This design comes from an exercise in tuning for small area and a short achievable clock period on the open sky130 flow, not from production work. The RTL was checked by simulation tests, not by an equivalence proof against the original design. No activity file was given, so power comes from the tool's default toggle rates.

$ cat flow/config.mk
export PLATFORM = sky130hd
export DESIGN_NAME = mem_ecc_codec
export DESIGN_NICKNAME = mem_ecc_codec
export VERILOG_FILES = /design/flow/design.v
export SDC_FILE = /design/flow/constraint.sdc
export NUM_CORES = 4
export LEC_CHECK = 0
export CAP_MARGIN = 20
export CORE_MARGIN = 2
export CORE_UTILIZATION = 55
export CTS_BUF_LIST = sky130_fd_sc_hd__clkbuf_8
export CTS_CLUSTER_SIZE = 30
export SETUP_SLACK_MARGIN = 5.0
export SLEW_MARGIN = 20
$ cat flow/constraint.sdc
create_clock -name core_clock -period 8.0 [get_ports {clk}]
set_input_delay 1.6000 -clock core_clock [delete_from_list [all_inputs] [get_ports {clk}]]
set_output_delay 1.6000 -clock core_clock [all_outputs]
set_load 0.01 [all_outputs]
$ cat flow/design.v
module mem_ecc_codec (
    input  wire        clk,
    input  wire        rst_n,
    input  wire        in_valid,
    input  wire [1:0]  in_op,
    input  wire [63:0] in_data,
    input  wire [7:0]  in_check,
    output reg         out_valid,
    output reg  [63:0] out_data,
    output reg  [7:0]  out_check,
    output reg  [1:0]  out_status,
    output reg  [7:0]  out_syndrome,
    output reg  [6:0]  out_pos
);
    localparam [511:0] HCOL = {
        8'h57,8'h4F,8'h3E,8'h3D,8'h3B,8'h37,8'h2F,8'h1F,8'hE0,8'hD0,8'hC8,8'hC4,8'hC2,8'hC1,8'hB0,8'hA8,
        8'hA4,8'hA2,8'hA1,8'h98,8'h94,8'h92,8'h91,8'h8C,8'h8A,8'h89,8'h86,8'h85,8'h83,8'h70,8'h68,8'h64,
        8'h62,8'h61,8'h58,8'h54,8'h52,8'h51,8'h4C,8'h4A,8'h49,8'h46,8'h45,8'h43,8'h38,8'h34,8'h32,8'h31,
        8'h2C,8'h2A,8'h29,8'h26,8'h25,8'h23,8'h1C,8'h1A,8'h19,8'h16,8'h15,8'h13,8'h0E,8'h0D,8'h0B,8'h07};
    function [3:0] mul_a;
        input [3:0] x;
        input [3:0] n;
        reg   [3:0] p;
        integer     i;
        begin
            p = x;
            for (i = 0; i < 15; i = i + 1)
                if (i < n) p = {p[2:0], 1'b0} ^ (p[3] ? 4'h3 : 4'h0);
            mul_a = p;
        end
    endfunction
    wire dec = in_op[0];
    wire [7:0] hs;
    wire [3:0] s0, s1, x9, x8;
    wire xj0 = in_data[2] ^ in_data[23];
    wire xj1 = in_data[22] ^ in_data[25];
    wire xj2 = in_data[15] ^ in_data[18];
    wire xj3 = in_data[19] ^ in_data[27];
    wire xj4 = in_data[5] ^ in_data[21];
    wire xj5 = in_data[1] ^ in_data[13];
    wire xj6 = in_data[4] ^ in_data[16];
    wire xj7 = in_data[26] ^ in_data[29];
    wire xj8 = in_data[28] ^ xj1;
    wire xj9 = in_data[10] ^ in_data[30];
    wire xj10 = in_data[0] ^ in_data[12];
    wire xj11 = in_data[3] ^ in_data[24];
    wire xj12 = in_data[17] ^ in_data[20];
    wire xj13 = in_data[11] ^ in_data[31];
    wire xj14 = in_data[6] ^ in_data[9];
    wire xj15 = in_data[8] ^ in_data[14];
    wire xj16 = xj0 ^ xj4;
    wire xj17 = in_data[7] ^ xj3;
    wire xj18 = in_data[58] ^ in_data[59];
    wire xj19 = in_check[3] ^ in_check[7];
    wire xj20 = in_data[57] ^ in_data[62];
    wire xj21 = in_data[56] ^ in_data[61];
    wire xj22 = xj2 ^ xj14;
    wire xj23 = xj5 ^ xj6;
    wire xj24 = xj12 ^ xj15;
    wire xj25 = xj7 ^ xj16;
    wire xj26 = in_data[1] ^ in_data[4];
    wire xj27 = in_data[6] ^ in_data[22];
    wire xj28 = in_check[2] ^ in_check[5];
    wire xj29 = in_data[60] ^ in_data[63];
    wire xj30 = in_data[27] ^ in_data[31];
    wire xj31 = in_data[21] ^ in_data[30];
    wire xj32 = xj20 ^ xj21;
    wire xj33 = in_data[28] ^ xj6;
    wire xj34 = in_data[14] ^ xj9;
    wire xj35 = in_check[6] ^ xj19;
    wire xj36 = xj3 ^ xj11;
    wire xj37 = xj24 ^ xj26;
    wire xj38 = xj13 ^ xj23;
    wire xj39 = in_data[32] ^ in_data[47];
    wire xj40 = in_data[37] ^ in_data[46];
    wire xj41 = in_data[3] ^ in_data[15];
    wire xj42 = in_data[0] ^ in_check[0];
    wire xj43 = in_data[9] ^ in_data[25];
    wire xj44 = in_data[50] ^ in_data[51];
    wire xj45 = in_data[33] ^ in_data[60];
    wire xj46 = in_data[38] ^ in_data[48];
    wire xj47 = in_data[42] ^ in_data[44];
    wire xj48 = in_data[43] ^ in_data[52];
    wire xj49 = in_data[35] ^ in_data[45];
    wire xj50 = in_data[11] ^ in_data[36];
    wire xj51 = in_check[1] ^ in_check[4];
    wire xj52 = in_data[53] ^ in_data[54];
    wire xj53 = in_data[13] ^ in_data[19];
    wire xj54 = in_data[17] ^ in_data[49];
    wire xj55 = in_data[39] ^ in_data[40];
    wire xj56 = in_data[10] ^ in_data[23];
    wire xj57 = in_data[34] ^ in_data[55];
    wire xj58 = in_data[24] ^ in_check[0];
    wire xj59 = in_data[2] ^ in_check[2];
    wire xj60 = in_data[8] ^ in_check[4];
    wire xj61 = in_data[16] ^ xj53;
    wire xj62 = xj5 ^ xj43;
    wire xj63 = in_data[41] ^ xj49;
    wire xj64 = in_data[63] ^ xj30;
    wire xj65 = in_data[26] ^ xj27;
    wire xj66 = xj9 ^ xj10;
    wire xj67 = xj18 ^ xj29;
    wire xj68 = xj44 ^ xj52;
    wire xj69 = xj10 ^ xj11;
    wire xj70 = xj2 ^ xj13;
    wire xj71 = in_data[7] ^ xj0;
    wire xj72 = in_data[7] ^ xj42;
    wire xj73 = xj46 ^ xj55;
    wire xj74 = xj8 ^ xj22;
    wire xj75 = xj31 ^ xj36;
    wire xj76 = in_data[20] ^ xj33;
    wire xj77 = xj2 ^ xj17;
    wire xj78 = xj7 ^ xj8;
    wire xj79 = xj28 ^ xj35;
    wire xj80 = in_data[29] ^ xj62;
    wire xj81 = in_data[5] ^ xj8;
    wire xj82 = in_data[0] ^ xj38;
    wire xj83 = xj22 ^ xj25;
    wire xj84 = xj37 ^ xj81;
    wire xj85 = xj66 ^ xj77;
    wire xj86 = in_data[20] ^ in_data[26];
    wire xj87 = in_data[38] ^ in_data[50];
    wire xj88 = in_data[56] ^ xj9;
    wire xj89 = xj20 ^ xj50;
    wire xj90 = xj86 ^ xj87;
    wire xj91 = xj16 ^ xj23;
    wire xj92 = xj63 ^ xj67;
    wire xj93 = xj72 ^ xj88;
    wire xj94 = xj89 ^ xj90;
    wire xj95 = xj91 ^ xj92;
    wire xj96 = xj93 ^ xj94;
    wire xj97 = xj95 ^ xj96;
    wire xj98 = in_data[10] ^ in_data[35];
    wire xj99 = in_data[39] ^ in_data[42];
    wire xj100 = in_data[51] ^ in_check[1];
    wire xj101 = xj18 ^ xj27;
    wire xj102 = xj40 ^ xj98;
    wire xj103 = xj99 ^ xj100;
    wire xj104 = xj32 ^ xj64;
    wire xj105 = xj69 ^ xj101;
    wire xj106 = xj102 ^ xj103;
    wire xj107 = xj37 ^ xj104;
    wire xj108 = xj105 ^ xj106;
    wire xj109 = xj107 ^ xj108;
    wire xj110 = in_data[3] ^ in_data[37];
    wire xj111 = in_data[40] ^ in_data[58];
    wire xj112 = xj4 ^ xj10;
    wire xj113 = xj29 ^ xj39;
    wire xj114 = xj48 ^ xj50;
    wire xj115 = xj59 ^ xj110;
    wire xj116 = xj111 ^ xj32;
    wire xj117 = xj112 ^ xj113;
    wire xj118 = xj114 ^ xj115;
    wire xj119 = xj74 ^ xj116;
    wire xj120 = xj117 ^ xj118;
    wire xj121 = xj119 ^ xj120;
    wire xj122 = in_data[15] ^ in_data[19];
    wire xj123 = in_data[44] ^ in_data[53];
    wire xj124 = in_data[59] ^ in_check[3];
    wire xj125 = xj11 ^ xj15;
    wire xj126 = xj45 ^ xj122;
    wire xj127 = xj123 ^ xj124;
    wire xj128 = xj32 ^ xj71;
    wire xj129 = xj73 ^ xj125;
    wire xj130 = xj126 ^ xj127;
    wire xj131 = xj80 ^ xj128;
    wire xj132 = xj129 ^ xj130;
    wire xj133 = xj131 ^ xj132;
    wire xj134 = in_data[5] ^ in_data[18];
    wire xj135 = in_data[34] ^ in_data[41];
    wire xj136 = in_data[43] ^ in_data[54];
    wire xj137 = xj7 ^ xj14;
    wire xj138 = xj21 ^ xj47;
    wire xj139 = xj54 ^ xj60;
    wire xj140 = xj134 ^ xj135;
    wire xj141 = xj136 ^ xj17;
    wire xj142 = xj33 ^ xj67;
    wire xj143 = xj137 ^ xj138;
    wire xj144 = xj139 ^ xj140;
    wire xj145 = xj141 ^ xj142;
    wire xj146 = xj143 ^ xj144;
    wire xj147 = xj145 ^ xj146;
    wire xj148 = in_data[12] ^ in_data[45];
    wire xj149 = in_data[46] ^ in_data[48];
    wire xj150 = in_data[57] ^ in_data[61];
    wire xj151 = in_check[5] ^ xj18;
    wire xj152 = xj39 ^ xj45;
    wire xj153 = xj54 ^ xj57;
    wire xj154 = xj148 ^ xj149;
    wire xj155 = xj150 ^ xj34;
    wire xj156 = xj61 ^ xj70;
    wire xj157 = xj151 ^ xj152;
    wire xj158 = xj153 ^ xj154;
    wire xj159 = xj155 ^ xj156;
    wire xj160 = xj157 ^ xj158;
    wire xj161 = xj159 ^ xj160;
    wire xj162 = in_data[20] ^ in_data[23];
    wire xj163 = in_data[24] ^ in_data[32];
    wire xj164 = in_data[33] ^ in_data[52];
    wire xj165 = in_data[62] ^ in_check[6];
    wire xj166 = xj31 ^ xj57;
    wire xj167 = xj162 ^ xj163;
    wire xj168 = xj164 ^ xj165;
    wire xj169 = xj64 ^ xj68;
    wire xj170 = xj166 ^ xj167;
    wire xj171 = xj168 ^ xj78;
    wire xj172 = xj169 ^ xj170;
    wire xj173 = xj171 ^ xj172;
    wire xj174 = in_data[36] ^ in_data[47];
    wire xj175 = in_data[49] ^ in_data[55];
    wire xj176 = in_check[7] ^ xj40;
    wire xj177 = xj47 ^ xj48;
    wire xj178 = xj174 ^ xj175;
    wire xj179 = xj63 ^ xj68;
    wire xj180 = xj73 ^ xj176;
    wire xj181 = xj177 ^ xj178;
    wire xj182 = xj179 ^ xj180;
    wire xj183 = xj181 ^ xj182;
    wire xj184 = xj10 ^ xj58;
    wire xj185 = xj60 ^ xj184;
    wire xj186 = xj76 ^ xj185;
    wire xj187 = in_data[17] ^ in_check[1];
    wire xj188 = in_check[5] ^ xj4;
    wire xj189 = xj187 ^ xj188;
    wire xj190 = xj80 ^ xj189;
    wire xj191 = in_data[18] ^ in_check[6];
    wire xj192 = xj59 ^ xj191;
    wire xj193 = xj34 ^ xj65;
    wire xj194 = xj192 ^ xj193;
    wire xj195 = in_data[23] ^ xj13;
    wire xj196 = xj19 ^ xj41;
    wire xj197 = xj17 ^ xj195;
    wire xj198 = xj196 ^ xj197;
    wire xj199 = in_data[31] ^ in_check[7];
    wire xj200 = xj28 ^ xj56;
    wire xj201 = xj199 ^ xj61;
    wire xj202 = xj72 ^ xj200;
    wire xj203 = xj78 ^ xj201;
    wire xj204 = xj202 ^ xj203;
    wire xj205 = xj12 ^ xj51;
    wire xj206 = xj8 ^ xj17;
    wire xj207 = xj34 ^ xj205;
    wire xj208 = xj38 ^ xj79;
    wire xj209 = xj206 ^ xj207;
    wire xj210 = xj208 ^ xj209;
    wire xj211 = xj58 ^ xj24;
    wire xj212 = xj70 ^ xj25;
    wire xj213 = xj79 ^ xj211;
    wire xj214 = xj212 ^ xj213;
    wire xj215 = in_data[12] ^ xj51;
    wire xj216 = xj35 ^ xj215;
    wire xj217 = xj74 ^ xj75;
    wire xj218 = xj216 ^ xj217;
    wire xj219 = in_data[3] ^ xj76;
    wire xj220 = xj83 ^ xj219;
    wire xj221 = in_data[9] ^ in_data[22];
    wire xj222 = in_data[26] ^ xj0;
    wire xj223 = xj12 ^ xj221;
    wire xj224 = xj222 ^ xj223;
    wire xj225 = xj224 ^ xj85;
    wire xj226 = in_data[18] ^ in_data[21];
    wire xj227 = xj56 ^ xj226;
    wire xj228 = xj36 ^ xj227;
    wire xj229 = xj228 ^ xj82;
    wire xj230 = in_data[2] ^ in_data[11];
    wire xj231 = in_data[19] ^ xj230;
    wire xj232 = xj231 ^ xj84;
    wire xj233 = in_data[8] ^ xj69;
    wire xj234 = xj233 ^ xj83;
    wire xj235 = in_data[20] ^ xj1;
    wire xj236 = xj5 ^ xj235;
    wire xj237 = xj25 ^ xj236;
    wire xj238 = xj85 ^ xj237;
    wire xj239 = in_data[14] ^ xj0;
    wire xj240 = xj65 ^ xj239;
    wire xj241 = xj75 ^ xj240;
    wire xj242 = xj82 ^ xj241;
    wire xj243 = xj30 ^ xj41;
    wire xj244 = xj71 ^ xj243;
    wire xj245 = xj244 ^ xj84;
    assign hs[0] = xj97;
    assign hs[1] = xj109;
    assign hs[2] = xj121;
    assign hs[3] = xj133;
    assign hs[4] = xj147;
    assign hs[5] = xj161;
    assign hs[6] = xj173;
    assign hs[7] = xj183;
    assign s0[0] = xj186;
    assign s0[1] = xj190;
    assign s0[2] = xj194;
    assign s0[3] = xj198;
    assign s1[0] = xj204;
    assign s1[1] = xj210;
    assign s1[2] = xj214;
    assign s1[3] = xj218;
    assign x9[0] = xj220;
    assign x9[1] = xj225;
    assign x9[2] = xj229;
    assign x9[3] = xj232;
    assign x8[0] = xj234;
    assign x8[1] = xj238;
    assign x8[2] = xj242;
    assign x8[3] = xj245;
    reg        v_q, op1_q, dec_q, hdec_q, rdec_q;
    reg [63:0] d_q;
    reg [7:0]  c_q;
    reg [7:0]  t_q;
    always @(posedge clk) begin
        if (!rst_n) v_q <= 1'b0;
        else        v_q <= in_valid;
        op1_q  <= in_op[1];
        dec_q  <= in_op[0];
        hdec_q <= in_op[1] & in_op[0];
        rdec_q <= ~in_op[1] & in_op[0];
        d_q    <= in_data;
        c_q    <= (in_op[1] | dec) ? in_check : {x9, x8};
        t_q    <= in_op[1] ? hs : {s1, s0};
    end
    reg [15:0] lo, hi;
    integer    v;
    always @* begin
        for (v = 0; v < 16; v = v + 1) begin
            lo[v] = (t_q[3:0] == v[3:0]);
            hi[v] = (t_q[7:4] == v[3:0]);
        end
    end
    wire [63:0] hm;
    genvar g;
    generate for (g = 0; g < 64; g = g + 1) begin : g_hm
        assign hm[g] = lo[HCOL[8*g +: 4]] & hi[HCOL[8*g+4 +: 4]] & hdec_q;
    end endgenerate
    wire [7:0] hcf = {hi[8] & lo[0], hi[4] & lo[0], hi[2] & lo[0], hi[1] & lo[0],
                      lo[8] & hi[0], lo[4] & hi[0], lo[2] & hi[0], lo[1] & hi[0]} & {8{hdec_q}};
    wire [2:0] a0 = {lo[4] | lo[5] | lo[6] | lo[9] | lo[14], lo[2] | lo[3] | lo[7] | lo[11] | lo[13],
                     lo[1] | lo[8] | lo[10] | lo[12] | lo[15]};
    wire [2:0] a1 = {hi[4] | hi[5] | hi[6] | hi[9] | hi[14], hi[2] | hi[3] | hi[7] | hi[11] | hi[13],
                     hi[1] | hi[8] | hi[10] | hi[12] | hi[15]};
    wire [4:0] b0 = {lo[3] | lo[9] | lo[10], lo[5] | lo[8] | lo[13], lo[4] | lo[11] | lo[15],
                     lo[2] | lo[12] | lo[14], lo[1] | lo[6] | lo[7]};
    wire [4:0] b1 = {hi[3] | hi[9] | hi[10], hi[5] | hi[8] | hi[13], hi[4] | hi[11] | hi[15],
                     hi[2] | hi[12] | hi[14], hi[1] | hi[6] | hi[7]};
    reg  [2:0] jm3;
    reg  [4:0] jm5;
    reg  [9:0] re;
    integer    r, q, j;
    always @* begin
        for (r = 0; r < 3; r = r + 1) begin
            jm3[r] = 1'b0;
            for (q = 0; q < 3; q = q + 1) jm3[r] = jm3[r] | (a0[q] & a1[(q + r) % 3]);
        end
        for (r = 0; r < 5; r = r + 1) begin
            jm5[r] = 1'b0;
            for (q = 0; q < 5; q = q + 1) jm5[r] = jm5[r] | (b0[q] & b1[(q + r) % 5]);
        end
        for (j = 0; j < 10; j = j + 1) re[j] = rdec_q & jm3[j % 3] & jm5[j % 5];
    end
    wire [3:0] s0q = t_q[3:0];
    reg [31:0] rfl;
    integer    k, i;
    always @* begin
        for (k = 0; k < 8; k = k + 1) rfl[4*k +: 4] = s0q & {4{re[k]}};
    end
    wire [7:0] rcf = {s0q & {4{re[9]}}, s0q & {4{re[8]}}};
    reg [6:0] ps;
    always @* begin
        ps = 7'd0;
        for (k = 0; k < 64; k = k + 1) if (hm[k]) ps = ps | k[6:0];
        for (i = 0; i < 8; i = i + 1) if (hcf[i]) ps = ps | (7'd64 + i[6:0]);
        for (j = 0; j < 10; j = j + 1) if (re[j]) ps = ps | j[6:0];
    end
    wire anyhit = |hm | |hcf | |re;
    wire senc   = op1_q & ~dec_q;
    always @(posedge clk) begin
        if (!rst_n) out_valid <= 1'b0;
        else        out_valid <= v_q;
        out_data[31:0]  <= d_q[31:0] ^ (hm[31:0] | rfl);
        out_data[63:32] <= (d_q[63:32] ^ hm[63:32]) & {32{op1_q}};
        out_check       <= c_q ^ (senc ? t_q : (hcf | rcf));
        out_status      <= {dec_q & (t_q != 8'h00) & ~anyhit, anyhit};
        out_syndrome    <= t_q & {8{dec_q}};
        out_pos         <= ps;
    end
endmodule
$ cat flow/flow/run.sh
#!/bin/bash
# Own flow: the standard synthesis, then the combinational logic replaced
# by the gate-level netlist of flow/netgen.py (same registers: names and cell
# type), checked equivalent to the standard synthesis by yosys; then the
# standard layout, with plain buffers on the ports instead of the delay cells
# buffer_ports picks by default. If the generated netlist fails a check, the
# standard synthesis's netlist is laid out instead.
set -euo pipefail
HERE=$(pwd)
R=$HERE/orfs/results/$FLOW_PLATFORM/mem_ecc_codec/base
LIB=$FLOW_HOME/platforms/$FLOW_PLATFORM/lib/sky130_fd_sc_hd__tt_025C_1v80.lib
bash standard.sh synth > make_synth.log 2>&1
cp $R/1_2_yosys.v $HERE/synth_standard.v
USE=synth_standard.v
# generator options (structure and drive strengths), if any
set -a; [ -f flow/netgen.env ] && . flow/netgen.env; set +a
if LIB=$LIB python3 flow/netgen.py $HERE/net_gen.v > netgen.log 2>&1; then
  yosys -p "read_liberty -lib $LIB; read_verilog net_gen.v; hierarchy -top $FLOW_TOP; opt_clean -purge; write_verilog -noattr -noexpr net_norm.v" > yosys_norm.log 2>&1
  timeout 900 yosys -p "read_liberty -ignore_miss_func $LIB; read_verilog synth_standard.v; rename $FLOW_TOP gold; read_verilog net_norm.v; rename $FLOW_TOP gate; flatten gold gate; opt_clean; equiv_make gold gate equiv; hierarchy -top equiv; equiv_simple; equiv_status -assert" > yosys_equiv.log 2>&1 \
    && python3 - <<'PY' > regcheck.log 2>&1 && USE=net_final.v
# give each flip-flop the instance name the standard synthesis gave the same
# register (the suffix after '$' depends on how yosys read its reset/enable),
# then require the same names and cell types
import re, sys
pat = re.compile(r'(sky130_fd_sc_hd__df\w+)\s+\\([^\s$]+)(\$\S*)?\s')
std = {m.group(2): (m.group(1), m.group(2) + (m.group(3) or '')) for m in pat.finditer(open('synth_standard.v').read())}
txt = open('net_norm.v').read()
def ren(m):
    base = m.group(2)
    if base not in std: sys.exit('no standard register ' + base)
    return m.group(1) + ' \\' + std[base][1] + ' '
txt2 = pat.sub(ren, txt)
open('net_final.v', 'w').write(txt2)
a = sorted(std.values())
b = sorted((m.group(1), m.group(2) + (m.group(3) or '')) for m in pat.finditer(txt2))
print(len(a), len(b))
sys.exit(0 if a == b and a else 1)
PY
fi
echo "laying out $USE" > netlist_choice.log
cp $HERE/$USE $R/1_2_yosys.v
rm -f $R/1_synth.odb $R/1_synth.sdc
bash standard.sh BUFFER_PORTS_ARGS="-buffer_cell sky130_fd_sc_hd__buf_1" finish > make_finish.log 2>&1
$ cat flow/flow/joint.py
from paar import *
import sys
SC=2
def mk_rows(SC):
    R=[]
    for i in range(8):
        R.append(set([k for k in range(64) if HC[k]>>i&1]+[64+i]))
    for b in range(4):
        R.append(set([4*j+b for j in range(8)]+[64+b,68+b]))
    for b in range(4):
        s=set()
        for j in range(8):
            for bb in range(4):
                if mula(1<<bb,(j-SC)%15)>>b&1: s^={4*j+bb}
        for bb in range(4):
            if mula(1<<bb,(8-SC)%15)>>b&1: s^={64+bb}
            if mula(1<<bb,(9-SC)%15)>>b&1: s^={68+bb}
        R.append(s)
    # x9 = a^3 B + a^11 A ; x8 = A + x9 (data only)
    A=[set(4*j+b for j in range(8)) for b in range(4)]
    B=[]
    for b in range(4):
        s=set()
        for j in range(8):
            for bb in range(4):
                if mula(1<<bb,j)>>b&1: s^={4*j+bb}
        B.append(s)
    def mul(vec,n):
        res=[set() for _ in range(4)]
        for bb in range(4):
            y=mula(1<<bb,n)
            for b in range(4):
                if y>>b&1: res[b]^=vec[bb]
        return res
    x9=[a^b for a,b in zip(mul(B,3),mul(A,11))]
    x8=[a^b for a,b in zip(A,x9)]
    return R+x9+x8
if __name__=='__main__':
    for SC in [0,1,2,3]:
        R=mk_rows(SC)
        res=[]
        for seed in range(30):
            g,o,d=paar(R,72,20,seed)
            dep=[d[x] for x in o]
            res.append((len(g), max(dep[:8]), max(dep[8:12]), max(dep[12:16]), max(dep[16:24]), seed))
        res.sort()
        ok=[r for r in res if r[2]<=5 and r[3]<=5 and r[1]<=5]
        print(SC, res[0], ok[:2])
$ cat flow/flow/netgen.py
#!/usr/bin/env python3
"""Generate the gate-level netlist of mem_ecc_codec (sky130hd cells) that the
version's own flow lays out in place of the standard synthesis's netlist.

The netlist implements the same register set (names and cell type) and the
same equations as rtl/mem_ecc_codec.v.  Regular parts (XOR trees, nibble
predecode, match lines, corrections, muxes) are built here gate by gate;
irregular small functions are mapped with yosys/abc (area script).

usage: netgen.py OUT.v      (verifies by simulation against a Python model)
"""
import os, re, sys, random, subprocess, tempfile, itertools
sys.path.insert(0, os.path.dirname(os.path.abspath(__file__)))
from paar import rows, paar, mula, HC

LIB = os.environ.get('LIB', '/OpenROAD-flow-scripts/flow/platforms/sky130hd/lib/sky130_fd_sc_hd__tt_025C_1v80.lib')
P = 'sky130_fd_sc_hd__'

# ---------------------------------------------------------------- liberty
def read_lib(path):
    funcs = {}
    cur = None; pin = None; direction = None
    for line in open(path):
        m = re.match(r'\s*cell \("?(\w+)"?\)', line)
        if m:
            cur = m.group(1); funcs[cur] = {}; continue
        m = re.match(r'\s*pin \("?(\w+)"?\)', line)
        if m:
            pin = m.group(1); continue
        m = re.match(r'\s*function : "([^"]*)"', line)
        if m and cur and pin:
            funcs[cur][pin] = m.group(1)
    return funcs
LIBF = read_lib(LIB)

def pyfunc(expr):
    e = expr.replace('!', '~')
    e = re.sub(r'~\s*(\w+)', r'(M^\1)', e)
    e = re.sub(r'~\s*\(', r'M^(', e)
    names = sorted(set(re.findall(r'[A-Za-z_]\w*', e)) - {'M'})
    code = 'lambda M,' + ','.join(names) + ': ' + e
    return names, eval(code)

# ---------------------------------------------------------------- netlist
class Net:
    def __init__(self):
        self.cells = []          # (type, instname, {pin: net})
        self.k = 0
        self.outs = {}           # output pin name per type
    def new(self):
        self.k += 1
        return f'_n{self.k}_'
    def g(self, typ, **pins):
        t = P + typ
        fo = LIBF[t]
        outp = [p for p in fo if p not in ('VPWR', 'VGND', 'VPB', 'VNB') and p not in pins]
        outp = [p for p in outp if p in ('X', 'Y', 'Q', 'SUM', 'COUT', 'Q_N')]
        assert len(outp) == 1, (typ, outp)
        o = self.new()
        self.k += 1
        self.cells.append((t, f'_c{self.k}_', dict(pins, **{outp[0]: o})))
        return o
    def inst(self, t, name, pins):
        self.cells.append((t, name, pins))

N = Net()
def XOR(a, b): return N.g('xor2_1', A=a, B=b)
def XNOR(a, b): return N.g('xnor2_1', A=a, B=b)
def INV(a): return N.g('inv_1', A=a)
def NAND2(a, b): return N.g('nand2_1', A=a, B=b)
def NOR2(a, b): return N.g('nor2_1', A=a, B=b)
def NOR3(a, b, c): return N.g('nor3_1', A=a, B=b, C=c)
def AND2(a, b): return N.g('and2_1', A=a, B=b)
def MUX2(a0, a1, s): return N.g('mux2_1', A0=a0, A1=a1, S=s)
def MUX2I(a0, a1, s): return N.g('mux2i_1', A0=a0, A1=a1, S=s)
def A21OI(a1, a2, b1): return N.g('a21oi_1', A1=a1, A2=a2, B1=b1)
def NOR2B(a, bn): return N.g('nor2b_1', A=a, B_N=bn)

# ---------------------------------------------------------------- abc blocks
ABC_SCRIPT = ('strash; dch -f; balance; rewrite; refactor; balance; rewrite; rewrite -z; balance; '
              'refactor -z; rewrite -z; balance; dch -f; balance; rewrite; refactor; balance; rewrite; '
              'rewrite -z; balance; refactor -z; rewrite -z; balance; dch -f; amap; mfs2; strash; dch -f; map -a; topo')
DONT_USE = ['probe_p_8', 'probec_p_8', 'lpflow_*', 'mux4_*', 'fa_*', 'ha_*', 'maj3_*', 'xor3_*', 'xnor3_*',
            'dlygate*', 'dlymetal*', 'clkdly*', 'buf_*', 'clkbuf_*', 'bufbuf*', 'bufinv*', 'clkinvlp*',
            'einv*', 'ebuf*', 'dl*', 'df*', 'sdf*', 'sed*', 'edf*', 'conb*', 'tap*', 'decap*', 'fill*', 'diode*',
            'macro*', 'o2111*', 'a2111*']

ABC_FAST = os.environ.get('ABC_FAST', 'strash; dch -f; map; topo')
def abc_block(name, src, ins, outs, script=None):
    if script is None:
        script = ABC_FAST if name in os.environ.get('FAST_BLOCKS', 'lines,rsloc,hhit,hpos').split(',') else ABC_SCRIPT
    """Map module `name` (Verilog src; scalar ports) with abc; ins/outs map port -> net."""
    d = tempfile.mkdtemp()
    vin = os.path.join(d, 'in.v'); vout = os.path.join(d, 'out.v'); sc = os.path.join(d, 'abc.script')
    open(vin, 'w').write(src); open(sc, 'w').write(script)
    du = ' '.join(f'-dont_use {P}{c}' for c in DONT_USE)
    cmd = (f'read_verilog {vin}; synth -flatten -top {name}; abc -liberty {LIB} {du} -script {sc}; '
           f'opt_clean -purge; write_verilog -noattr {vout}')
    r = subprocess.run(['yosys', '-q', '-p', cmd], capture_output=True, text=True)
    if r.returncode:
        print(r.stdout, r.stderr); raise SystemExit('yosys failed for ' + name)
    txt = open(vout).read()
    local = {}
    def net(x):
        x = x.strip()
        if x in ins: return ins[x]
        if x in outs: return outs[x]
        if x in ("1'h0", "1'b0"): raise SystemExit('constant in ' + name)
        if x not in local: local[x] = N.new()
        return local[x]
    for a, b in re.findall(r'assign\s+(\S+)\s*=\s*(\S+)\s*;', txt):
        # a = b : an output driven straight by an input or another net
        raise SystemExit(f'assign in block {name}: {a} = {b}')
    for typ, inst, body in re.findall(r'(sky130_fd_sc_hd__\w+)\s+(\S+)\s*\((.*?)\);', txt, re.S):
        pins = {p: net(n) for p, n in re.findall(r'\.(\w+)\(([^)]*)\)', body)}
        N.k += 1
        N.cells.append((typ, f'_c{N.k}_', pins))

# ---------------------------------------------------------------- ports
D = [f'in_data[{k}]' for k in range(64)]
C = [f'in_check[{i}]' for i in range(8)]
OP = ['in_op[0]', 'in_op[1]']

def emit_tree(R, innets, tries=None, inv=None):
    """XOR network for rows R (sets of input indices); inv[i]: output i inverted."""
    tries = tries or int(os.environ.get('TRIES', '60'))
    best = None
    for s in range(tries):
        g, o, d = paar(R, len(innets), 20, s)
        key = (max(d[x] for x in o), len(g))
        if best is None or key < best[0]:
            best = (key, g, o)
    _, g, o = best
    inv = inv or [False] * len(o)
    nin = len(innets)
    uses = {}
    for a, b in g:
        uses[a] = uses.get(a, 0) + 1; uses[b] = uses.get(b, 0) + 1
    for x in o: uses[x] = uses.get(x, 0) + 1
    flip = set(x for x, iv in zip(o, inv) if iv and x >= nin and uses[x] == 1)
    nets = list(innets)
    for i, (a, b) in enumerate(g):
        nets.append(XNOR(nets[a], nets[b]) if nin + i in flip else XOR(nets[a], nets[b]))
    res = []
    for x, iv in zip(o, inv):
        res.append(nets[x] if (not iv or x in flip) else INV(nets[x]))
    return res

SC = int(os.environ.get('SC', '0'))   # the RS tree computes S1' = alpha^-SC * S1 (fewer terms)

def build():
    if os.environ.get('JOINT', '1') == '1':
        # one shared XOR network for all 24 linear outputs, check bits as leaves
        from joint import mk_rows
        R24 = mk_rows(SC)
        outs = emit_tree(R24, D + C, inv=[True] * 16 + [False] * 8)
        hs_n, s0_n, s1p_n = outs[0:8], outs[8:12], outs[12:16]
        x9, x8 = outs[16:20], outs[20:24]
    else:
        raise SystemExit('JOINT=0 no longer supported')
    s1_n = []                                              # ~S1 = ~(alpha^SC * S1')
    for b in range(4):
        terms = [bb for bb in range(4) if mula(1 << bb, SC) >> b & 1]
        assert 1 <= len(terms) <= 2
        s1_n.append(s1p_n[terms[0]] if len(terms) == 1 else XNOR(s1p_n[terms[0]], s1p_n[terms[1]]))
    # flags and muxes
    op0, op1 = OP
    sel_c = N.g('or2_1', A=op0, B=op1)
    cD = [MUX2(x8[i] if i < 4 else x9[i - 4], C[i], sel_c) for i in range(8)]
    tD = [MUX2I(s0_n[i] if i < 4 else s1_n[i - 4], hs_n[i], op1) for i in range(8)]
    slotD = D[32:48]
    upD = D[48:64]
    dD = D[0:32] + slotD + upD
    # registers
    Q = {}
    def reg(name, idx, d):
        nm = f'{name}[{idx}]' if idx is not None else name
        qn = '\\' + nm + ' '
        kind = '$_SDFF_PN0_' if name in ('out_valid', 'v_q') else '$_DFF_P_'
        isport = name.startswith('out_')
        q = nm if isport else qn
        N.inst(P + 'dfxtp_1', '\\' + nm + kind + ' ', {'CLK': 'clk', 'D': d, 'Q': q})
        return q
    dq = [reg('d_q', k, dD[k]) for k in range(64)]
    cq = [reg('c_q', i, cD[i]) for i in range(8)]
    tq = [reg('t_q', i, tD[i]) for i in range(8)]
    op1q = reg('op1_q', None, op1)
    decq = reg('dec_q', None, op0)
    hdecq = reg('hdec_q', None, AND2(op0, op1))
    rdecq = reg('rdec_q', None, NOR2B(op1, op0))
    vq = reg('v_q', None, AND2('rst_n', 'in_valid'))

    # ---------------- output side
    tn = [INV(tq[i]) for i in range(8)]
    lit = lambda b, v: tq[b] if v else tn[b]          # literal true when t[b] == v
    nlit = lambda b, v: tn[b] if v else tq[b]         # its complement
    pl = [NOR2(nlit(0, w & 1), nlit(1, w >> 1 & 1)) for w in range(4)]   # t[1:0] == w
    ph = [NOR2(nlit(2, w & 1), nlit(3, w >> 1 & 1)) for w in range(4)]   # t[3:2] == w
    lo_n = [NAND2(pl[v & 3], ph[v >> 2]) for v in range(16)]
    hdec_n = INV(hdecq)
    p54 = [NOR2(nlit(4, w & 1), nlit(5, w >> 1 & 1)) for w in range(4)]
    p76 = [NOR2(nlit(6, w & 1), nlit(7, w >> 1 & 1)) for w in range(4)]
    hi_n = [NAND2(p54[u & 3], p76[u >> 2]) for u in range(16)]
    hm = [NOR3(lo_n[HC[k] & 15], hi_n[HC[k] >> 4], hdec_n) for k in range(64)]
    hcf = [NOR3(lo_n[1 << i], hi_n[0], hdec_n) for i in range(4)] + [NOR3(lo_n[0], hi_n[1 << i], hdec_n) for i in range(4)]
    # RS residue lines from the predecoded nibbles: OR of the one-hot lines
    LG = {}
    x = 1
    for i in range(15): LG[x] = i; x = mula(x, 1)
    def or_of_neg(ns):
        if len(ns) <= 4: return N.g(f'nand{len(ns)}_1', **dict(zip('ABCD', ns)))
        assert len(ns) == 5
        return N.g('or2b_1', A=N.g('nand4_1', A=ns[0], B=ns[1], C=ns[2], D=ns[3]), B_N=ns[4])
    def res_lines(nl, mod):
        return [or_of_neg([nl[v] for v in range(1, 16) if LG[v] % mod == r]) for r in range(mod)]
    a0, a1 = res_lines(lo_n, 3), res_lines(hi_n, 3)
    b0, b1 = res_lines(lo_n, 5), res_lines(hi_n, 5)
    # RS locator: jm3 / jm5 = one-hot of j mod 3 / j mod 5 (from the residue
    # lines in d_q[47:32]); e[j] = rdec & jm3[j % 3] & jm5[j % 5]
    jm3_n = [N.g('a222oi_1', A1=a0[0], A2=a1[r % 3], B1=a0[1], B2=a1[(1 + r) % 3], C1=a0[2], C2=a1[(2 + r) % 3])
             for r in range(3)]
    jm5_n = []
    for r in range(5):
        x = N.g('a222oi_1', A1=b0[0], A2=b1[r % 5], B1=b0[1], B2=b1[(1 + r) % 5], C1=b0[2], C2=b1[(2 + r) % 5])
        y = N.g('a22oi_1', A1=b0[3], A2=b1[(3 + r) % 5], B1=b0[4], B2=b1[(4 + r) % 5])
        jm5_n.append(AND2(x, y))
    rdec_n = INV(rdecq)
    e = [NOR3(jm3_n[j % 3], jm5_n[j % 5], rdec_n) for j in range(10)]
    s0g = tq[0:4]
    # OR trees: positive inputs -> (positive, negative) output
    def split(xs, k):
        g = -(-len(xs) // k)
        q, r = divmod(len(xs), g)
        out, i = [], 0
        for j in range(g):
            m = q + (1 if j < r else 0)
            out.append(xs[i:i + m]); i += m
        return out
    def or_tree(xs, pos=True):
        xs = list(xs)
        neg = False            # polarity of the current list (True: each is the NOR of its group)
        while len(xs) > 1 or neg != (not pos):
            if len(xs) == 1:
                xs = [INV(xs[0])]; neg = not neg; continue
            if not neg:
                groups = split(xs, 3 if len(xs) > 4 else len(xs))
                xs = [g[0] if len(g) == 1 else N.g(f'nor{len(g)}_1', **dict(zip('ABCD', g))) for g in groups]
                # a group of one was not inverted: invert it to keep polarity uniform
                xs = [INV(x) if len(g) == 1 else x for x, g in zip(xs, groups)]
                neg = True
            else:
                groups = split(xs, 4)
                xs = [INV(g[0]) if len(g) == 1 else N.g(f'nand{len(g)}_1', **dict(zip('ABCD', g))) for g in groups]
                neg = False
        return xs[0]
    # status: st0 = any correction, st1 = decode & syndrome != 0 & no correction
    allhit = hm + hcf + e
    nz = NAND2(N.g('nor4_1', A=tq[0], B=tq[1], C=tq[2], D=tq[3]), N.g('nor4_1', A=tq[4], B=tq[5], C=tq[6], D=tq[7]))
    # NOR/NAND levels down to two negative partials, then st0 = NAND, st1 = AND4
    xs = [N.g(f'nor{len(g)}_1', **dict(zip('ABCD', g))) for g in split(allhit, 4)]      # negative
    xs = [N.g(f'nand{len(g)}_1', **dict(zip('ABCD', g))) for g in split(xs, 4)]          # positive
    xs = [N.g(f'nor{len(g)}_1', **dict(zip('ABCD', g))) for g in split(xs, 3)]          # negative
    assert len(xs) == 2, len(xs)
    st0 = NAND2(xs[0], xs[1])
    st1 = N.g('and4_1', A=xs[0], B=xs[1], C=nz, D=decq)
    # position: OR of the match lines of the positions with the bit set
    pos = []
    for b in range(7):
        t = [hm[k] for k in range(64) if k >> b & 1]
        t += [hcf[i] for i in range(8) if (64 + i) >> b & 1]
        t += [e[j] for j in range(10) if j >> b & 1]
        pos.append(or_tree(t, pos=True))
    # data outputs
    op1n = INV(op1q)
    out = {}
    for k in range(64):
        if k < 32:
            f_n = A21OI(s0g[k % 4], e[k // 4], hm[k])
            out[f'out_data[{k}]'] = XNOR(dq[k], f_n)
        else:
            out[f'out_data[{k}]'] = NOR2(XNOR(dq[k], hm[k]), op1n)
    senc = NOR2B(decq, op1q)
    for i in range(8):
        f_n = A21OI(s0g[i % 4], e[8 + i // 4], hcf[i])
        m = MUX2I(f_n, tn[i], senc)        # senc ? t : f
        out[f'out_check[{i}]'] = XOR(cq[i], m)
    out['out_status[0]'] = st0
    out['out_status[1]'] = st1
    dec_n = INV(decq)
    for i in range(8):
        out[f'out_syndrome[{i}]'] = NOR2(tn[i], dec_n)
    for b in range(7):
        out[f'out_pos[{b}]'] = pos[b]
    # output registers
    for o, n in out.items():
        m = re.match(r'(\w+)\[(\d+)\]', o)
        reg(m.group(1), int(m.group(2)), n)
    reg('out_valid', None, AND2('rst_n', vq))
    return out

# ---------------------------------------------------------------- simulation
def simulate(out, inputs, M):
    """Bit-parallel simulation. inputs: net -> int. Returns net values."""
    val = dict(inputs)
    cells = list(N.cells)
    funcs = {}
    pending = cells
    # registers are cut: their Q must be in inputs
    for it in range(1000):
        nxt = []
        for typ, inst, pins in pending:
            if typ.endswith('dfxtp_1'):
                continue
            fo = LIBF[typ]
            outp = [p for p in pins if p in fo]
            ins_ = [p for p in pins if p not in fo]
            if not all(pins[p] in val for p in ins_):
                nxt.append((typ, inst, pins)); continue
            for op_ in outp:
                key = (typ, op_)
                if key not in funcs: funcs[key] = pyfunc(fo[op_])
                names, f = funcs[key]
                val[pins[op_]] = f(M, *[val[pins[n]] for n in names]) & M
        if not nxt: break
        if len(nxt) == len(pending): raise SystemExit('combinational loop or undriven net: %s' % (nxt[0],))
        pending = nxt
    return val

def model(op, Dv, Cv, regs=None):
    pass

def verify(out, nvec=4000):
    rnd = random.Random(1)
    M = (1 << nvec) - 1
    # --- input side: random op/data/check; compare register D pins with a reference
    def rb(): return rnd.getrandbits(nvec)
    inputs = {n: rb() for n in D + C + OP + ['in_valid', 'rst_n']}
    for typ, inst, pins in N.cells:
        if typ.endswith('dfxtp_1'): inputs[pins['Q']] = 0
    val = simulate(out, inputs, M)
    regD = {inst: pins['D'] for typ, inst, pins in N.cells if typ.endswith('dfxtp_1')}
    def bit(x, i): return (x >> i) & 1
    errs = 0
    LG = {}
    e = 1
    for i in range(15): LG[e] = i; e = mula(e, 1)
    for v in range(nvec):
        d = sum(bit(inputs[D[k]], v) << k for k in range(64))
        c = sum(bit(inputs[C[i]], v) << i for i in range(8))
        op = bit(inputs[OP[0]], v) | bit(inputs[OP[1]], v) << 1
        hd = 0
        for k in range(64):
            if d >> k & 1: hd ^= HC[k]
        A = B = 0
        for j in range(8):
            x = d >> 4 * j & 15; A ^= x; B ^= mula(x, j)
        hs = hd ^ c
        s0 = A ^ (c & 15) ^ (c >> 4)
        s1 = B ^ mula(c & 15, 8) ^ mula(c >> 4, 9)
        x9 = mula(B, 3) ^ mula(A, 11); x8 = A ^ x9
        def lg3(x): return 0 if x == 0 else 1 << (LG[x] % 3)
        def lg5(x): return 0 if x == 0 else 1 << (LG[x] % 5)
        lines = lg3(s0) | lg3(s1) << 3 | lg5(s0) << 6 | lg5(s1) << 11
        op1 = op >> 1; op0 = op & 1
        exp = {}
        dq = d
        for k in range(64): exp[f'\\d_q[{k}]$_DFF_P_ '] = dq >> k & 1
        cqv = c if (op1 or op0) else (x9 << 4 | x8)
        for i in range(8): exp[f'\\c_q[{i}]$_DFF_P_ '] = cqv >> i & 1
        tqv = hs if op1 else (s1 << 4 | s0)
        for i in range(8): exp[f'\\t_q[{i}]$_DFF_P_ '] = tqv >> i & 1
        exp['\\op1_q$_DFF_P_ '] = op1; exp['\\dec_q$_DFF_P_ '] = op0
        exp['\\hdec_q$_DFF_P_ '] = op1 & op0; exp['\\rdec_q$_DFF_P_ '] = (1 - op1) & op0
        exp['\\v_q$_SDFF_PN0_ '] = bit(inputs['rst_n'], v) & bit(inputs['in_valid'], v)
        for inst, n in regD.items():
            if inst not in exp: continue
            if bit(val[n], v) != exp[inst]:
                errs += 1
                if errs < 5: print('input side mismatch', inst, v)
    print('input side errors', errs)
    # --- output side: random register values (consistent flags), compare outputs
    qnets = {inst: pins['Q'] for typ, inst, pins in N.cells if typ.endswith('dfxtp_1')}
    inputs = {}
    opv = [rnd.randrange(4) for _ in range(nvec)]
    tv = [rnd.randrange(256) if rnd.random() < 0.5 else (HC[rnd.randrange(64)] ^ (0 if rnd.random() < 0.7 else 1 << rnd.randrange(8))) for _ in range(nvec)]
    # for RS ops make t/lines consistent with a syndrome
    dv = [rnd.getrandbits(64) for _ in range(nvec)]
    cv = [rnd.getrandbits(8) for _ in range(nvec)]
    for v in range(nvec):
        if not (opv[v] >> 1):
            s0 = tv[v] & 15; s1 = tv[v] >> 4
            def lg3(x): return 0 if x == 0 else 1 << (LG[x] % 3)
            def lg5(x): return 0 if x == 0 else 1 << (LG[x] % 5)
            lines = lg3(s0) | lg3(s1) << 3 | lg5(s0) << 6 | lg5(s1) << 11
            pass
    def pack(f):
        x = 0
        for v in range(nvec):
            if f(v): x |= 1 << v
        return x
    for inst, qn in qnets.items():
        m = re.match(r'\\(\w+)(?:\[(\d+)\])?\$', inst)
        nm, idx = m.group(1), m.group(2)
        idx = int(idx) if idx else None
        if nm == 'd_q': inputs[qn] = pack(lambda v: dv[v] >> idx & 1)
        elif nm == 'c_q': inputs[qn] = pack(lambda v: cv[v] >> idx & 1)
        elif nm == 't_q': inputs[qn] = pack(lambda v: tv[v] >> idx & 1)
        elif nm == 'op1_q': inputs[qn] = pack(lambda v: opv[v] >> 1)
        elif nm == 'dec_q': inputs[qn] = pack(lambda v: opv[v] & 1)
        elif nm == 'hdec_q': inputs[qn] = pack(lambda v: opv[v] == 3)
        elif nm == 'rdec_q': inputs[qn] = pack(lambda v: opv[v] == 1)
        elif nm == 'v_q': inputs[qn] = pack(lambda v: 1)
        elif nm.startswith('out_'): inputs[qn] = 0
    for n in D + C + OP + ['in_valid', 'rst_n']: inputs[n] = 0
    val = simulate(out, inputs, M)
    for o_, n_ in out.items(): val[o_] = val[n_]
    errs = 0
    for v in range(nvec):
        op = opv[v]; t = tv[v]; d = dv[v]; c = cv[v]
        exp_data = d; exp_chk = c; st = 0; pos = 0; syn = 0
        if op == 0:
            exp_data = d & 0xFFFFFFFF; exp_chk = c
        elif op == 1:
            exp_data = d & 0xFFFFFFFF; syn = t
            s0 = t & 15; s1 = t >> 4
            if t == 0: st = 0
            elif s0 and s1:
                j = (LG[s1] - LG[s0]) % 15
                if j <= 9:
                    st = 1; pos = j
                    if j < 8: exp_data ^= s0 << 4 * j
                    else: exp_chk ^= s0 << 4 * (j - 8)
                else: st = 2
            else: st = 2
        elif op == 2:
            exp_chk = c ^ t
        else:
            syn = t
            if t == 0: st = 0
            else:
                st = 2
                for k in range(64):
                    if HC[k] == t: exp_data ^= 1 << k; st = 1; pos = k
                for i in range(8):
                    if t == 1 << i: exp_chk ^= t; st = 1; pos = 64 + i
        got_d = sum(bit(val[f'out_data[{k}]'], v) << k for k in range(64))
        got_c = sum(bit(val[f'out_check[{i}]'], v) << i for i in range(8))
        got_s = sum(bit(val[f'out_status[{i}]'], v) << i for i in range(2))
        got_y = sum(bit(val[f'out_syndrome[{i}]'], v) << i for i in range(8))
        got_p = sum(bit(val[f'out_pos[{i}]'], v) << i for i in range(7))
        if (got_d, got_c, got_s, got_y, got_p) != (exp_data, exp_chk, st, syn, pos):
            errs += 1
            if errs < 5: print('output mismatch op', op, hex(t), (hex(got_d), got_c, got_s, got_y, got_p), (hex(exp_data), exp_chk, st, syn, pos))
    print('output side errors', errs)
    return errs

def write(out, path):
    L = ['// Generated by netgen13.py: gate-level netlist of mem_ecc_codec (sky130hd).',
         'module mem_ecc_codec(clk, rst_n, in_valid, in_op, in_data, in_check, out_valid, out_data, out_check, out_status, out_syndrome, out_pos);',
         '  input clk; input rst_n; input in_valid; input [1:0] in_op; input [63:0] in_data; input [7:0] in_check;',
         '  output out_valid; output [63:0] out_data; output [7:0] out_check; output [1:0] out_status; output [7:0] out_syndrome; output [6:0] out_pos;']
    nets = set()
    for typ, inst, pins in N.cells:
        for p, n in pins.items():
            if not re.match(r'(in_|out_|clk|rst_n)', n): nets.add(n)
    # map output port nets: outputs are named nets; add assigns
    for n in sorted(nets): L.append(f'  wire {n};')
    for typ, inst, pins in N.cells:
        L.append(f'  {typ} {inst} (' + ', '.join(f'.{p}({n})' for p, n in pins.items()) + ');')

    L.append('endmodule')
    open(path, 'w').write('\n'.join(L) + '\n')

def upsize(out, fo_min):
    # drive strength 2 for cells whose output net has fo_min or more loads
    loads = {}
    for typ, inst, pins in N.cells:
        fo = LIBF[typ]
        for p, n in pins.items():
            if p not in fo: loads[n] = loads.get(n, 0) + 1
    for n in out.values(): loads[n] = loads.get(n, 0) + 1
    k = 0
    for i, (typ, inst, pins) in enumerate(N.cells):
        if typ.endswith('_1') and not typ.endswith('dfxtp_1'):
            fo = LIBF[typ]
            o = [n for p, n in pins.items() if p in fo][0]
            t2 = typ[:-2] + '_2'
            if loads.get(o, 0) >= fo_min and t2 in LIBF:
                N.cells[i] = (t2, inst, pins); k += 1
    print('upsized', k)

if __name__ == '__main__':
    out = build()
    if int(os.environ.get('FO_MIN', '0')) > 0:
        upsize(out, int(os.environ['FO_MIN']))
    area = 0.0
    cnt = {}
    for typ, inst, pins in N.cells:
        cnt[typ] = cnt.get(typ, 0) + 1
    import collections
    A = {}
    cur = None
    for line in open(LIB):
        m = re.match(r'\s*cell \("?(\w+)"?\)', line)
        if m: cur = m.group(1)
        m = re.match(r'\s*area\s*:\s*([0-9.]+)', line)
        if m and cur: A[cur] = float(m.group(1)); cur = None
    tot = sum(A[t] * n for t, n in cnt.items())
    print('cells', sum(cnt.values()), 'area', round(tot, 1))
    for t, n in sorted(cnt.items(), key=lambda x: -A[x[0]] * x[1])[:15]:
        print(f'  {t[len(P):]:12s} {n:4d} {A[t]*n:8.1f}')
    # unit-delay levels: inputs -> register D, register Q -> outputs
    drv = {}
    for typ, inst, pins in N.cells:
        if typ.endswith('dfxtp_1'): continue
        fo = LIBF[typ]
        for pn, n in pins.items():
            if pn in fo: drv[n] = (typ, pins)
    memo = {}
    def lev(n):
        if n in memo: return memo[n]
        if n not in drv: memo[n] = 0; return 0
        typ, pins = drv[n]
        fo = LIBF[typ]
        memo[n] = 1 + max(lev(x) for pn, x in pins.items() if pn not in fo)
        return memo[n]
    regd = [(inst, pins['D']) for typ, inst, pins in N.cells if typ.endswith('dfxtp_1')]
    worst = sorted(((lev(d), inst) for inst, d in regd), reverse=True)[:6]
    print('input side levels', worst)
    print('output side levels', sorted(((lev(n), o) for o, n in out.items()), reverse=True)[:8])
    errs = verify(out)
    write(out, sys.argv[1])
    sys.exit(1 if errs else 0)
$ cat flow/flow/paar.py
import random, itertools, sys, heapq
HC=[v for v in range(256) if bin(v).count('1')==3][:56]+[v for v in range(256) if bin(v).count('1')==5][:8]
def mula(x,n):
    for _ in range(n):
        x=((x<<1)&15)^(3 if x&8 else 0)
    return x
def rows():
    # inputs: d0..d63 (idx 0..63), cm0..cm7 (64..71)
    R=[]
    for i in range(8):
        R.append(set([k for k in range(64) if HC[k]>>i&1]+[64+i]))
    # s0 bit b
    for b in range(4):
        R.append(set([4*j+b for j in range(8)]+[64+b,68+b]))
    for b in range(4):
        s=set()
        for j in range(8):
            for bb in range(4):
                if mula(1<<bb,j)>>b&1: s.add(4*j+bb)
        for bb in range(4):
            if mula(1<<bb,8)>>b&1: s.add(64+bb)
            if mula(1<<bb,9)>>b&1: s.add(68+bb)
        R.append(s)
    return R
def paar(R, nin, maxd, seed):
    rnd=random.Random(seed)
    R=[set(r) for r in R]
    depth=[0]*nin
    gates=[]
    while True:
        cnt={}
        for r in R:
            l=sorted(r)
            for a,b in itertools.combinations(l,2):
                if max(depth[a],depth[b])+1<=maxd:
                    cnt[(a,b)]=cnt.get((a,b),0)+1
        if not cnt: break
        m=max(cnt.values())
        if m<2: break
        cands=[p for p,c in cnt.items() if c==m]
        # prefer shallow
        md=min(max(depth[a],depth[b]) for a,b in cands)
        cands=[p for p in cands if max(depth[p[0]],depth[p[1]])==md]
        a,b=rnd.choice(cands)
        n=len(depth); depth.append(max(depth[a],depth[b])+1); gates.append((a,b))
        for r in R:
            if a in r and b in r:
                r.discard(a); r.discard(b); r.add(n)
    # final trees
    outs=[]
    for r in R:
        h=[(depth[x],x) for x in r]; heapq.heapify(h)
        while len(h)>1:
            d1,a=heapq.heappop(h); d2,b=heapq.heappop(h)
            n=len(depth); depth.append(max(d1,d2)+1); gates.append((a,b)); heapq.heappush(h,(depth[n],n))
        outs.append(h[0][1])
    return gates, outs, depth
if __name__=='__main__':
    R=rows()
    for maxd in [4,5,6,7,20]:
        best=None
        for s in range(int(sys.argv[1]) if len(sys.argv)>1 else 20):
            g,o,d=paar(R,72,maxd,s)
            key=(len(g),max(d[x] for x in o))
            if best is None or key<best: best=key
        print(maxd,best)
    R8=rows()[:8]
    print('hsiao only', min(len(paar(R8,72,20,s)[0]) for s in range(10)))
    R8=rows()[8:]
    print('rs only', min(len(paar(R8,72,20,s)[0]) for s in range(10)))
$ cat flow/standard.sh
#!/bin/bash
# synth_recipe.tcl (not shown) runs the flow's synth.tcl, then flattens the netlist and writes it again
# the make line also repeats each setting of config.mk as NAME=value (left out here)
make -C /OpenROAD-flow-scripts/flow DESIGN_CONFIG=/design/flow/config.mk WORK_HOME=/design/flow/orfs CLKGATE_MAP_FILE= SYNTH_SCRIPT=/design/flow/synth_recipe.tcl "${@:-finish}"
==> impl_metrics.py, run 1 <==
metrics = {
    "worst_setup_path": {
        "critPathMaxFanout": 6,
        "cp_top_family": "simple AND/OR/NAND/NOR gates",
        "cpPeakStageDelay_ns": 0.48,
        "worst-path-buf-inv": 1,
        "critPathCaptureType": "register",
        "cpMaxStageDelayCell": "nor3_2",
        "cp_data_required_time_ns": 8.38,
        "arrival_ns": 3.33,
        "critPathKind": "reg2reg",
        "cp_cell_sequence": "inv_1, nor2_1, nand2_1, nand3_1, a222oi_1, and2_1, nor3_2, nor3_1, nand3_1, nor3_2, and4_1",
        "start_kind": "register",
    },
    "timing": {
        "setup_ws_ns": 5.05,
        "finalHoldViolations": 0,
        "period_minus_slack_ns": 2.95,
        "max_freq_mhz": 339,
        "setup_violations": 0,
        "rsz0062_at_grt": "true",
        "max_slew_margin": 0.278,
        "report.final.slew_viol_count": 0,
        "hold_ws_ns": 0.431,
        "post-route-period-util": 0.368,
        "fin_setup_tns_ns": 0,
        "finalClockSkew_ns": 0.0169,
        "worst_pin_slew_ns": 1.07,
    },
    "power_and_ir_drop": {
        "pwr_density_cell_nw_per_um2": 291,
        "total_power_mw": 3.01,
        "power.leakage_nw": 4.11,
        "peakVddDrop_v": 0.000150,
    },
    "placed_design": {
        "dpl.cell_count": 1311,
        "dp_hpwl_mm": 22.6,
        "pre_cts_slack_ns": 4.32,
        "port-buffer-count": 166,
        "gp_congestion": 0.964,
    },
    "floorplanning": {
        "die_area_sq_um": 16700,
        "die_h_um": 129,
        "num_rows": 45,
        "die_width_um": 129,
        "io_pins": 167,
        "fp.coreArea_sq_um": 15300,
        "start_util": 0.564,
    },
    "worst_hold_path": {
        "hold_class": "reg2reg",
    },
    "clock_network": {
        "clk_latency_ns": 0.49,
        "clk_pin_slew_ns": 0.10,
        "clockBufferDepth": 2,
        "cts.sink_count": 175,
        "h-tree-depth": 4,
        "cts-root-buf": "clkbuf_8",
        "cts_hold_buf": 0,
        "cts_buffers": 17,
        "cts_tree": "done",
    },
    "yosys": {
        "ys_warn_count": 1,
        "syn-num-nets": 1009,
        "syn_inst": 932,
        "synth_area_sq_um": 8610,
        "avgSynthCellArea_sq_um": 9.24,
    },
    "detailed_routing": {
        "viasPerCell": 5.72,
        "drc_errors": 0,
        "detail-route-antenna-nets": 0,
        "drt_first_iter_violations": 786,
        "first_pass_iters": 7,
        "detail_route.wirelength_mm": 29.0,
        "wl_per_cell_um": 21.5,
        "vias": 7731,
    },
    "grt": {
        "grt_pass1_wl_mm": 42.5,
        "antenna_found_initial": 0,
        "grt_pass1_vias": 7102,
        "grt_overflow": 0,
        "grt_max_degree": 73,
        "track_usage": 0.349,
    },
    "final_layout": {
        "syn2layout_area_growth_pct": 20.1,
        "layout.nets": 1204,
        "fin_cells": 1351,
        "drive_above_1_share": 0.0965,
        "antenna_cells": 0,
    },
    "run_status": {
        "outcome": "complete, no violations",
    },
    "run": {
        "maxCapViolations": 0,
    },
}
path summary, 6_finish.rpt:
kind / from / end / slack, ns / depth (start not counted)
min: d_q[8] / out_data[8] / 0.43 / 1
max reg2reg: t_q[4] / out_status[1] / 5.05 / 11
min reg2reg: d_q[8] / out_data[8] / 0.43 / 1
max: t_q[4] / out_status[1] / 5.05 / 11
power by group:
group | internal [mW] | switching [mW]
registers | 1.01 | 0.117
clock network | 0.236 | 0.387
logic | 0.452 | 0.810
layout by cell type, fill, tap and decap left out, types with 17 or more instances in the layout:
cell type,n
clkbuf_8,17
nor4_1,23
buf_1,152
nand2_1,19
a21oi_1,40
dfxtp_1,171
xor2_1,213
nor3_1,149
xor2_2,20
nand4_1,22
xnor2_1,80
inv_1,17
nor2_1,66
nand3_1,22
worst register-to-register path, cell delays in order (launching register included):
cell and delay [ns]:
dfxtp_1 0.44, inv_1 0.14, nor2_1 0.37, nand2_1 0.27
nand3_1 0.30, a222oi_1 0.16, and2_1 0.22, nor3_2 0.48
nor3_1 0.13, nand3_1 0.12, nor3_2 0.06, and4_1 0.18
state kept, by name (all words and copies together) (netlist names), 2 cells and up:
register / count
t_q: 8
out_syndrome: 8
out_status: 2
out_pos: 7
out_data: 64
d_q: 64
out_check: 8
c_q: 8
layout make-up:
class                           count  area, sq um
Timing Repair Buffer              176          716
Inverter                           18         67.6
Sequential cell                   175         3520
Tap cell                          211          264
Multi-Input combinational cell    739         5380
Fill cell                        1275         4920
Clock buffer                       17          234
Clock inverter                     15          158
metrics by stage:
| stage | utilization | instance area (sq um) |
|---|---|---|
| finish | 0.678 | 10300 |
| global route | 0.678 | 10300 |
| CTS | 0.666 | 10200 |
| detailed placement | 0.633 | 9660 |
| global placement | 0.633 | 9660 |
| floorplan | - | 8750 |
metal layers:
metal / up-vias / GRT usage / wire, um
met5: - / 0 / 0
met4: 0 / 0.144 / 1250
met3: 88 / 0.0562 / 2060
met2: 447 / 0.552 / 13400
met1: 3623 / 0.477 / 12300
li1: 3573 / - / -
timing repair:
item,4_1_cts,5_1_grt
cloned,0,0
resized for setup,28,34
setup endpoints to repair,56,52
buffers inserted,3,5
pin swaps,3,2
==> inputs of run 2 (changes only) <==
--- a/flow/flow/netgen.py
+++ b/flow/flow/netgen.py
@@ -153,9 +153,9 @@
         # one shared XOR network for all 24 linear outputs, check bits as leaves
         from joint import mk_rows
         R24 = mk_rows(SC)
-        outs = emit_tree(R24, D + C, inv=[True] * 16 + [False] * 8)
+        outs = emit_tree(R24, D + C, inv=[True] * 24)
         hs_n, s0_n, s1p_n = outs[0:8], outs[8:12], outs[12:16]
-        x9, x8 = outs[16:20], outs[20:24]
+        x9, x8 = outs[16:20], outs[20:24]       # inverted
     else:
         raise SystemExit('JOINT=0 no longer supported')
     s1_n = []                                              # ~S1 = ~(alpha^SC * S1')
@@ -166,7 +166,7 @@
     # flags and muxes
     op0, op1 = OP
     sel_c = N.g('or2_1', A=op0, B=op1)
-    cD = [MUX2(x8[i] if i < 4 else x9[i - 4], C[i], sel_c) for i in range(8)]
+    cD = [MUX2I(x8[i] if i < 4 else x9[i - 4], INV(C[i]), sel_c) for i in range(8)]   # inverted inputs
     tD = [MUX2I(s0_n[i] if i < 4 else s1_n[i - 4], hs_n[i], op1) for i in range(8)]
     slotD = D[32:48]
     upD = D[48:64]
==> impl_metrics.py, run 2 <==
metrics = {
    "placed_design": {
        "place_area_sq_um": 9560,
        "pre_cts_slack_ns": 4.28,
        "port-buffer-count": 166,
        "dp_hpwl_mm": 22.2,
        "gp_congestion": 0.971,
        "dpl.cell_count": 1319,
    },
    "power_and_ir_drop": {
        "p_seq_frac": 0.369,
        "switching_share": 0.425,
        "peakVddDrop_v": 0.000179,
        "pwr-share-clk": 0.204,
        "power.leakage_nw": 4.15,
        "intPower_mw": 1.76,
        "combPwrFrac": 0.427,
        "pwr_density_cell_nw_per_um2": 294,
        "total_power_mw": 3.05,
        "switchingPower_mw": 1.30,
    },
    "timing": {
        "post-route-period-util": 0.385,
        "finalHoldViolations": 0,
        "finalClockSkew_ns": 0.0142,
        "setup_ws_ns": 4.92,
        "rsz0062_at_grt": "true",
        "worst_pin_slew_ns": 1.05,
        "report.final.slew_viol_count": 0,
        "hold_ws_ns": 0.433,
        "max_freq_mhz": 325,
        "fin_setup_tns_ns": 0,
        "max_slew_margin": 0.293,
        "period_minus_slack_ns": 3.08,
        "setup_violations": 0,
    },
    "yosys": {
        "syn-num-nets": 1017,
        "syn_inst": 940,
        "synth_area_sq_um": 8630,
        "ys_warn_count": 1,
        "avgSynthCellArea_sq_um": 9.18,
    },
    "grt": {
        "track_usage": 0.344,
        "grt_overflow": 0,
        "grt_util_met2": 0.567,
        "grt_max_degree": 73,
        "met1_usage": 0.454,
        "grt_pass1_wl_mm": 42.1,
        "use_met3": 0.0632,
        "grt_pass1_vias": 7203,
        "top_usage_layer": "met2",
        "antenna_found_initial": 0,
    },
    "final_layout": {
        "fin_cells": 1359,
        "antenna_cells": 0,
        "finish.utilization": 0.680,
        "top_regs": "d_q: 64 flops, out_data: 64 flops",
        "multiInputGateArea_sq_um": 5380,
        "drive_above_1_share": 0.0958,
        "syn2layout_area_growth_pct": 20.2,
        "final_cell_mix": "xor2_1, dfxtp_1, buf_1",
        "layout.nets": 1212,
        "final_area_sq_um": 10400,
        "seq_area_sq_um": 3520,
        "final_common_cell": "xor2_1",
        "fillers": 1298,
    },
    "worst_setup_path": {
        "crit-reg2reg-launch": "t_q[0]",
        "cp-startpoint": "in_data[12]",
        "start_kind": "input port",
        "cp_cell_sequence": "buf_1, xor2_2, xor2_1, xor2_1, xor2_1, xnor2_1, mux2i_1",
        "cp_common_cell": "xor2_1",
        "cpPeakStageDelay_ns": 0.44,
        "cp_top_family": "XOR/XNOR gates",
        "arrival_ns": 3.40,
        "critPathCaptureType": "register",
        "critPathMaxFanout": 4,
        "rrSetupSlack_ns": 4.94,
        "ff2ff_path_depth": 13,
        "worstSetupEndpoint": "t_q[1]",
        "critPathKind": "in2reg",
        "worst-path-buf-inv": 1,
        "cpMaxStageDelayCell": "xor2_1",
        "crit_cells": 7,
        "r2r_end": "out_status[1]",
        "cp_data_required_time_ns": 8.32,
    },
    "detailed_routing": {
        "wl_per_cell_um": 21.2,
        "detail-route-antenna-nets": 0,
        "detail_route.wirelength_mm": 28.8,
        "viasPerCell": 5.68,
        "first_pass_iters": 9,
        "vias": 7716,
        "drt_first_iter_violations": 874,
        "drc_errors": 0,
    },
    "floorplanning": {
        "die_width_um": 129,
        "die_area_sq_um": 16700,
        "die_h_um": 129,
        "io_pins": 167,
        "fp.coreArea_sq_um": 15300,
        "start_util": 0.566,
        "num_rows": 45,
    },
    "clock_network": {
        "cts_tree": "done",
        "cts.sink_count": 175,
        "h-tree-depth": 4,
        "clockBufferDepth": 2,
        "clk_pin_slew_ns": 0.10,
        "cts-root-buf": "clkbuf_8",
        "cts_hold_buf": 0,
        "cts_buffers": 17,
        "clk_latency_ns": 0.47,
    },
    "run_status": {
        "outcome": "complete, no violations",
    },
    "worst_hold_path": {
        "hold_class": "reg2reg",
    },
    "run": {
        "maxCapViolations": 0,
    },
}
[run 2: cell types whose count changed in the layout (fill, tap and decap cells not counted), sizes merged]
cell and change:
bufinv +1, clkbuf +1, clkinv -2, inv +8, mux2 -8, mux2i +8
xnor2 +8, xor2 -8
[run 2: what timing repair did]
action                                 4_1_cts  5_1_grt
buffers inserted                             3        4
setup endpoints to repair                   56       51
resized for setup                           29       47
pin swaps                                    2        4
endpoints found under the hold margin        0        0
cloned                                       0        0
[run 2: worst min-delay path by stage]
| stage | end | slack, ns | cells past startpoint | start |
|---|---|---|---|---|
| floorplan | out_check[0] | 0.41 | 1 | c_q[0] |
| global placement | out_data[12] | 0.42 | 1 | d_q[12] |
| detailed placement | out_data[6] | 0.42 | 1 | d_q[6] |
| CTS | out_data[6] | 0.43 | 1 | d_q[6] |
| global route | out_data[9] | 0.44 | 1 | d_q[9] |
| finish | out_data[6] | 0.43 | 1 | d_q[6] |
[run 2: layer usage]
layer	vias up	part of all wire
met5	-	0
met4	0	0.036
met3	84	0.076
met2	434	0.47
met1	3615	0.42
li1	3583	-
[run 2: final cells by class]
| type | instances | area share |
|---|---|---|
| Multi-Input combinational cell | 739 | 0.519 |
| Sequential cell | 175 | 0.339 |
| Timing Repair Buffer | 176 | 0.0690 |
| Tap cell | 211 | 0.0255 |
| Clock buffer | 18 | 0.0239 |
| Clock inverter | 14 | 0.0144 |
| Inverter | 26 | 0.00941 |
[run 2: power groups by stage]
stage / clock network, mW / registers [mW] / logic, mW
after CTS: 0.625 / 1.11 / 1.17
after floorplan: 0 / 1.12 / 0.764
after global placement: 0 / 1.13 / 1.11
after global routing: 0.667 / 1.13 / 1.39
after detailed placement: 0 / 1.13 / 1.11
final: 0.623 / 1.13 / 1.30

[static timing again, ports no longer ideal]
The flow's constraints put no driver on any port. The routed layouts listed below were extracted and timed again, unchanged, in two steps.
Step 1 (the two cells are an assumption about what drives the block):
set clk [get_ports {clk}]
set_driving_cell -lib_cell sky130_fd_sc_hd__clkbuf_16 $clk
set_driving_cell -lib_cell sky130_fd_sc_hd__buf_2 [delete_from_list [all_inputs] $clk]
Step 2 moves the port delays by t, midway between the first and last clock arrival at a register: inputs arrive t later, outputs are due t later. That takes back most of the time a late clock gives input paths.
a / b / c = no drivers / after step 1 / after step 2; a / b = the first two.
| run | t, ns | setup slack, ns | hold WS [ns] | worst setup path after step 2 | pins driven straight from the clock port |
|---|---|---|---|---|---|
| run 1 | 0.520 | 5.054 / 5.054 / 4.553 | 0.431 / 0.431 / 0.431 | input to register | 1 |
| run 2 | 0.507 | 4.921 / 4.939 / 4.432 | 0.433 / 0.433 / 0.433 | input to register | 1 |
After both steps every run listed still meets setup and hold. For run 1, which loses most, drivers alone change the setup slack by 0.000 ns; drivers and shift together by -0.501 ns.
